What follows belongs to an exercise in optimizing a design on an open flow for small area and a short achievable clock period; a production flow would make more cautious choices. Only simulation tests tie the RTL to the original design; equivalence was not proved.

===== design/flow/config.mk =====
export PLATFORM = sky130hd
export DESIGN_NAME = le_fpu
export DESIGN_NICKNAME = le_fpu
export VERILOG_FILES = /design/flow/design.v
export SDC_FILE = /design/flow/constraint.sdc
export NUM_CORES = 4
export LEC_CHECK = 0
export ABC_CLOCK_PERIOD_IN_PS = 13000
export CAP_MARGIN = 20
export CORE_MARGIN = 2
export CORE_UTILIZATION = 30
export SETUP_SLACK_MARGIN = 0.3
export SLEW_MARGIN = 20

===== design/flow/run.sh =====
#!/bin/bash
# synth_recipe.tcl (not shown) runs the flow's synth.tcl, then flattens the netlist and writes it again
# the make line also repeats each setting of config.mk as NAME=value (left out here)
make -C /OpenROAD-flow-scripts/flow DESIGN_CONFIG=/design/flow/config.mk WORK_HOME=/design/flow/orfs CLKGATE_MAP_FILE= SYNTH_SCRIPT=/design/flow/synth_recipe.tcl finish

===== design/flow/constraint.sdc =====
create_clock -name core_clock -period 16.0 [get_ports {clk}]
set_input_delay 3.2000 -clock core_clock [delete_from_list [all_inputs] [get_ports {clk}]]
set_output_delay 3.2000 -clock core_clock [all_outputs]
set_load 0.01 [all_outputs]

===== design/flow/design.v =====
module le_fpu_round (
    input  wire        sign,
    input  wire signed [11:0] exp,
    input  wire [26:0] sig,
    output reg  [31:0] y
);
    wire [23:0] keep   = sig[26:3];
    wire        guard  = sig[2];
    wire        sticky = |sig[1:0];
    wire        up     = guard && (sticky || keep[0]);
    wire [24:0] sum    = {1'b0, keep} + {24'd0, up};
    wire [23:0]        m_out = sum[24] ? sum[24:1] : sum[23:0];
    wire signed [11:0] e_out = sum[24] ? exp + 12'sd1 : exp;
    always @(*) begin
        if (e_out >= 12'sd255)
            y = {sign, 8'hFF, 23'd0};
        else if (e_out <= 12'sd0)
            y = {sign, 31'd0};
        else
            y = {sign, e_out[7:0], m_out[22:0]};
    end
endmodule
module le_fpu (
    input  wire        clk,
    input  wire        rst,         
    input  wire        in_valid,
    input  wire [31:0] in_insn,
    input  wire [31:0] in_a,        
    input  wire [31:0] in_b,        
    output reg         out_valid,
    output reg         out_fault,   
    output reg         out_wen,     
    output reg  [4:0]  out_rd,
    output reg  [31:0] out_data
);
    localparam [31:0] QNAN = 32'h7FC0_0000;
    wire [5:0] op   = in_insn[31:26];
    wire [4:0] f_rd = in_insn[25:21];
    wire [4:0] f_rb = in_insn[15:11];
    wire [4:0] f_rc = in_insn[10:6];
    wire [5:0] func = in_insn[5:0];
    reg legal;
    always @(*) begin
        legal = 1'b0;
        if (op == 6'h04) begin
            case (func)
                6'h00, 6'h01, 6'h02, 6'h07, 6'h08:
                    legal = (f_rc == 5'd0);                        
                6'h09, 6'h0A, 6'h0B, 6'h0C, 6'h0D, 6'h0E:
                    legal = (f_rb == 5'd0) && (f_rc == 5'd0);      
                default:
                    legal = 1'b0;
            endcase
        end
    end
    wire       sa = in_a[31];
    wire [7:0] ea = in_a[30:23];
    wire [22:0] fa = in_a[22:0];
    wire       a_zero = (ea == 8'd0);                  
    wire       a_inf  = (ea == 8'hFF) && (fa == 23'd0);
    wire       a_nan  = (ea == 8'hFF) && (fa != 23'd0);
    wire       sb = in_b[31];
    wire [7:0] eb = in_b[30:23];
    wire [22:0] fb = in_b[22:0];
    wire       b_zero = (eb == 8'd0);
    wire       b_inf  = (eb == 8'hFF) && (fb == 23'd0);
    wire       b_nan  = (eb == 8'hFF) && (fb != 23'd0);
    wire        sb_eff = sb ^ (func == 6'h01);        
    wire        a_big  = (in_a[30:0] >= in_b[30:0]);
    wire        s_big  = a_big ? sa : sb_eff;
    wire [7:0]  e_big  = a_big ? ea : eb;
    wire [7:0]  e_sml  = a_big ? eb : ea;
    wire [23:0] m_big  = a_big ? {1'b1, fa} : {1'b1, fb};
    wire [23:0] m_sml  = a_big ? {1'b1, fb} : {1'b1, fa};
    wire        eff_sub = sa ^ sb_eff;
    wire [7:0]   e_diff = e_big - e_sml;
    wire [5:0]   sh_amt = (e_diff > 8'd63) ? 6'd63 : e_diff[5:0];
    wire [101:0] sml_sh = {1'b0, m_sml, 26'd0, 51'd0} >> sh_amt;
    wire [50:0]  add_x  = {1'b0, m_big, 26'd0};
    wire [50:0]  add_y  = {sml_sh[101:52], sml_sh[51] | (|sml_sh[50:0])};
    wire [50:0]  add_z  = eff_sub ? (add_x - add_y) : (add_x + add_y);
    reg [5:0] add_lead;
    integer i;
    always @(*) begin
        add_lead = 6'd0;
        for (i = 0; i < 51; i = i + 1)
            if (add_z[i])
                add_lead = i[5:0];
    end
    wire [50:0]        add_n   = add_z << (6'd50 - add_lead);
    wire [26:0]        add_sig = {add_n[50:25], |add_n[24:0]};
    wire signed [11:0] add_exp = $signed({4'd0, e_big}) + $signed({6'd0, add_lead}) - 12'sd49;
    wire [31:0]        add_rnd;
    le_fpu_round u_round_add (
        .sign(s_big),
        .exp (add_exp),
        .sig (add_sig),
        .y   (add_rnd)
    );
    reg [31:0] add_y_out;
    always @(*) begin
        if (a_nan || b_nan)
            add_y_out = QNAN;
        else if (a_inf && b_inf)
            add_y_out = (sa != sb_eff) ? QNAN : {sa, 8'hFF, 23'd0};
        else if (a_inf)
            add_y_out = {sa, 8'hFF, 23'd0};
        else if (b_inf)
            add_y_out = {sb_eff, 8'hFF, 23'd0};
        else if (a_zero && b_zero)
            add_y_out = {sa & sb_eff, 31'd0};
        else if (a_zero)
            add_y_out = {sb_eff, in_b[30:0]};
        else if (b_zero)
            add_y_out = in_a;
        else if (add_z == 51'd0)
            add_y_out = 32'd0;                         
        else
            add_y_out = add_rnd;
    end
    wire [47:0]        mul_p   = {1'b1, fa} * {1'b1, fb};
    wire [26:0]        mul_sig = mul_p[47] ? {mul_p[47:22], |mul_p[21:0]}
                                           : {mul_p[46:21], |mul_p[20:0]};
    wire signed [11:0] mul_exp = $signed({4'd0, ea}) + $signed({4'd0, eb}) - 12'sd127
                                 + (mul_p[47] ? 12'sd1 : 12'sd0);
    wire               s_mul   = sa ^ sb;
    wire [31:0]        mul_rnd;
    le_fpu_round u_round_mul (
        .sign(s_mul),
        .exp (mul_exp),
        .sig (mul_sig),
        .y   (mul_rnd)
    );
    reg [31:0] mul_y_out;
    always @(*) begin
        if (a_nan || b_nan)
            mul_y_out = QNAN;
        else if ((a_inf && b_zero) || (b_inf && a_zero))
            mul_y_out = QNAN;
        else if (a_inf || b_inf)
            mul_y_out = {s_mul, 8'hFF, 23'd0};
        else if (a_zero || b_zero)
            mul_y_out = {s_mul, 31'd0};
        else
            mul_y_out = mul_rnd;
    end
    wire [30:0] a_mag = a_zero ? 31'd0 : in_a[30:0];
    wire [30:0] b_mag = b_zero ? 31'd0 : in_b[30:0];
    wire signed [31:0] a_key = sa ? ~{1'b0, a_mag} : {1'b0, a_mag};
    wire signed [31:0] b_key = sb ? ~{1'b0, b_mag} : {1'b0, b_mag};
    wire [31:0] a_flush = {sa, a_mag};
    wire [31:0] b_flush = {sb, b_mag};
    reg [31:0] minmax_y;
    always @(*) begin
        if (a_nan && b_nan)
            minmax_y = QNAN;
        else if (a_nan)
            minmax_y = b_flush;
        else if (b_nan)
            minmax_y = a_flush;
        else if (func == 6'h07)
            minmax_y = (a_key <= b_key) ? a_flush : b_flush;
        else
            minmax_y = (a_key >= b_key) ? a_flush : b_flush;
    end
    wire [31:0] abs_y = a_nan ? QNAN : {1'b0, a_mag};
    wire [31:0] neg_y = a_nan ? QNAN : {~sa, a_mag};
    wire [31:0] cvi_mag = sa ? (32'd0 - in_a) : in_a;
    reg [4:0] cvi_lead;
    always @(*) begin
        cvi_lead = 5'd0;
        for (i = 0; i < 32; i = i + 1)
            if (cvi_mag[i])
                cvi_lead = i[4:0];
    end
    wire [31:0]        cvi_n   = cvi_mag << (5'd31 - cvi_lead);
    wire [26:0]        cvi_sig = {cvi_n[31:6], |cvi_n[5:0]};
    wire signed [11:0] cvi_exp = 12'sd127 + $signed({7'd0, cvi_lead})
                                 - ((func == 6'h0D) ? 12'sd31 : 12'sd0);
    wire [31:0]        cvi_rnd;
    le_fpu_round u_round_cvt (
        .sign(sa),
        .exp (cvi_exp),
        .sig (cvi_sig),
        .y   (cvi_rnd)
    );
    wire [31:0] cvi_y = (in_a == 32'd0) ? 32'd0 : cvi_rnd;
    wire signed [11:0] cvf_k  = $signed({4'd0, ea}) - 12'sd127 + ((func == 6'h0E) ? 12'sd31 : 12'sd0);
    wire [4:0]         cvf_sh = 5'd30 - cvf_k[4:0];
    wire [62:0]        cvf_x  = {{1'b1, fa}, 39'd0} >> cvf_sh;    
    wire [30:0]        cvf_i  = cvf_x[62:32];
    wire               cvf_up = cvf_x[31] && ((|cvf_x[30:0]) || cvf_i[0]);
    wire [31:0]        cvf_r  = {1'b0, cvf_i} + {31'd0, cvf_up};
    reg [31:0] cvf_y;
    always @(*) begin
        if (a_nan)
            cvf_y = 32'd0;
        else if (a_inf)
            cvf_y = sa ? 32'h8000_0000 : 32'h7FFF_FFFF;
        else if (a_zero || cvf_k < -12'sd1)
            cvf_y = 32'd0;
        else if (cvf_k >= 12'sd31)
            cvf_y = sa ? 32'h8000_0000 : 32'h7FFF_FFFF;
        else if (cvf_r[31])
            cvf_y = sa ? 32'h8000_0000 : 32'h7FFF_FFFF;    
        else
            cvf_y = sa ? (32'd0 - cvf_r) : cvf_r;
    end
    reg [31:0] result;
    always @(*) begin
        case (func)
            6'h00, 6'h01: result = add_y_out;
            6'h02:        result = mul_y_out;
            6'h07, 6'h08: result = minmax_y;
            6'h09:        result = abs_y;
            6'h0A:        result = neg_y;
            6'h0B, 6'h0D: result = cvi_y;
            default:      result = cvf_y;
        endcase
    end
    always @(posedge clk) begin
        if (rst)
            out_valid <= 1'b0;
        else
            out_valid <= in_valid;
    end
    always @(posedge clk) begin
        if (in_valid && !rst) begin
            out_fault <= !legal;
            out_wen   <= legal;
            out_rd    <= f_rd;
            out_data  <= result;
        end
    end
endmodule

==> flow_summary.ini <==
[global_routing]
top_usage_layer = met2
grt_pass1_wl_um = 347000
grt_pass1_vias = 54181
grtUsageMet2_pct = 41.3
grt_max_degree = 69
grt_use_total_pct = 27.0
grt_use_met3_pct = 4.74
antenna_found_initial = 5
met1_usage_pct = 36.4
grt_overflow_total = 0

[synth]
syn_nets = 7578
synth_flop_cell = edfxtp_1
synth_cell_types = 136
seq_area_frac_synth_pct = 2.42
syn_inst = 6627
yosys_warnings = 2
avgSynthCellArea_um2 = 7.43
synthSimpleGateAreaFrac_pct = 22.2
ys_seq_elements = 40
async_reset_ff_share_pct = 0
synth_compound_area_share_pct = 22.9
syn_area_um2 = 49300
synth_xor_area_share_pct = 6.31
synthAdderAreaFrac_pct = 29.1
synth.mux.area_fraction_pct = 7.26
synth_top_family_by_area = adder cells
synth_edf_count = 39

[final_layout]
final_cell_count_no_fill = 9724
n_fill_cell = 17129
area_delta_synth_final_pct = 26.4
fin_nets = 8496
drive_gt1_share_pct = 22.6
fin_util_pct = 38.2

[floorplan]
die_area_um2 = 167000
die_h_um = 409
num_rows = 148
io_pins = 139
start_util_pct = 30.2
coreArea_um2 = 163000
fp.dieW_um = 409

[critical_path]
critPathMaxFanout = 8
cp-start-kind = primary input
cp_common_cell = buf_4
cp_slowest_cell = mux4_2
crit_path_end_kind = flop
cp_data_required_time_ns = 16.05
critPathKind = in -> reg
slowest_delay_ns = 0.56
arrival_ns = 15.54

[routing]
via_per_inst = 5.69
totalWireLength_um = 234000
drtAntennaViolNets = 0
drc = 0
vias = 55341
drtPass1Iterations = 9
drt_iter0_drc = 5746
wl_per_cell_um = 24.1

[min_path]
hp-class = in -> reg
hold-path-cell-count = 1
min_to = out_rd[1]$_DFFE_PP_
min_from = in_insn[22]

[flow_run]
drv_cap = 0

[cts]
clock_path_buffers = 2
h-tree-depth = 2
cts_tree = built
clock_sinks = 40
cts-root-buf = clkbuf_16
hold_buffers = 0
clk_pin_slew_ns = 0.07
numCtsBuffers = 5

[place]
gp_congestion = 1.04
io_buffers = 133
place_ws_ns = -0.748
dp_hpwl_um = 188000
place_inst = 9651

[sta]
tns_ns = 0
maxSlewViolCount = 0
tightest_slew_ns = 1.25
fin_crit_ns = 15.50
setup_viol = 0
hold_viol = 0
relSlewSlack_pct = 15.6
fin_ws_ns = 0.504
fin_crit_sh_pct = 96.9
rsz0062_at_grt = true
max_freq_mhz = 64.5

[outcome]
status = no timing/DRC/antenna violations
registers in the layout, summed over array words and instances (netlist names):
| name | count |
|---|---|
| out_data | 32 |
| out_fault | 1 |
| out_rd | 5 |
| out_valid | 1 |
| out_wen | 1 |
kinds of logic (layout without fill, tap and decap cells):
family,Yosys count,in the layout
buf+inv,1175,2094
flops,40,40
fa+ha+maj,852,852
other cells,0,3
simple gates,2252,2252
xor+xnor,350,350
compound gates,1654,1654
mux,304,304
area by class of cell:
class / count / area [µm²] / share of cell area (%)
multi-input combinational: 5412 / 44500 / 71.6
timing repair buffer: 1348 / 10800 / 17.4
inverter: 738 / 2810 / 4.51
tap: 2175 / 2720 / 4.37
sequential: 40 / 1190 / 1.91
clock buffer: 5 / 125 / 0.201
clock inverter: 3 / 46.3 / 0.0744
antenna: 3 / 7.51 / 0.0121
routing by layer:
metal / share of wire [%] / up-vias
met5: 0.0090 / -
met4: 6.0 / 4
met3: 9.2 / 515
met2: 43 / 2684
met1: 42 / 27173
li1: - / 24965
stage by stage:
step           cell area, µm²  hold slack [ns]
2_1_floorplan           49600             3.27
3_3_place_gp            60300             3.76
3_5_place_dp            60300             3.76
4_1_cts                 61000             3.44
5_1_grt                 62200             3.45
6_report                62200             3.45
synth_stat cells (71+ instances only):
cell type  count  area [µm²]
nor2_1       477        1790
a21oi_1      399        2000
nand2_1      793        2980
a21o_1        76         571
xor2_1       122        1070
xnor2_1      224        1960
and2_1       215        1350
a211oi_1      71         533
clkbuf_1     292        1100
inv_1        728        2730
mux2i_1      212        2120
o21ai_0      303        1520
nand3_1      162         811
ha_1         365        4570
a31oi_1       81         507
fa_1         487        9750
nor3_1       132         661
nand4_1       74         463
what timing repair did:
action,in CTS,in global routing
endpoints found under the setup margin,31,31
resized for setup,77,326
setup buffers,26,35
gates cloned,0,0
endpoints found under the hold margin,0,0
pin swaps,32,74
critical path: cells and delay by family:
kind	cells	cell delay (ns)
compound gates	23	5.00
simple gates	12	2.67
buf+inv	17	2.49
fa+ha+maj	4	1.15
mux	3	0.97
worst max-delay path by stage:
stage | startpoint | to | slack [ns] | depth (start not counted)
detailed placement | in_b[28] | out_data[10]$_DFFE_PP_ | -0.75 | 60
CTS | in_b[18] | out_data[2]$_DFFE_PP_ | 0.31 | 65
global placement | in_a[0] | out_data[10]$_DFFE_PP_ | -0.73 | 60
global route | in_a[13] | out_data[11]$_DFFE_PP_ | 0.15 | 67
floorplan | in_a[0] | out_data[10]$_DFFE_PP_ | 0.31 | 74
finish | in_b[4] | out_data[15]$_DFFE_PP_ | 0.50 | 59
cell usage in the layout, fill, tap and decap left out, types with 26 or more instances in the layout:
cell and instances:
edfxtp_1 39, a211o_1 30, o221ai_1 34, a21o_1 76, a22oi_1 26, o21ai_1 27
xor2_1 119, mux2_2 46, nand3_1 157, nand4_1 74, a21oi_1 372, a31oi_1 78
buf_6 49, xnor2_1 220, nor2b_1 31, mux2i_1 194, or3_1 68, nor2_1 468
o211ai_1 69, clkdlybuf4s50_1 70, nor4_1 39, mux4_2 36, o31ai_1 42, and2_1 212
nand2b_1 37, fa_1 486, a21oi_2 28, ha_1 335, o22ai_1 45, ha_4 26
buf_4 1151, a211oi_1 63, o21a_1 37, o21bai_1 48, o21ai_0 283, nor3_1 126
inv_1 698, and3_1 53, nand2_1 789

==> port drivers added, routing unchanged <==
The results above use ideal ports. As a check the final layout listed here was re-extracted and re-timed, cells and wires unchanged. Step 1 assumes that a clkbuf_16 drives the clock port and a buf_2 every other input. Step 2 times the ports against the registers' clock, not the clock port: input delays grow and output delays shrink by t, the midpoint of the rising clock arrivals with the driver on. Slacks: ideal ports / drivers / drivers and shift; pairs: ideal ports / drivers.
t, ns: 0.363
setup WS [ns]: 0.504 / 0.462 / 0.099
hold slack, ns: 3.449 / 3.428 / 3.791
worst data-port slew with drivers (ns): 0.21
After both steps this run still meets setup and hold. The setup slack of this run moves by -0.042 ns with the drivers and by -0.405 ns with both steps.
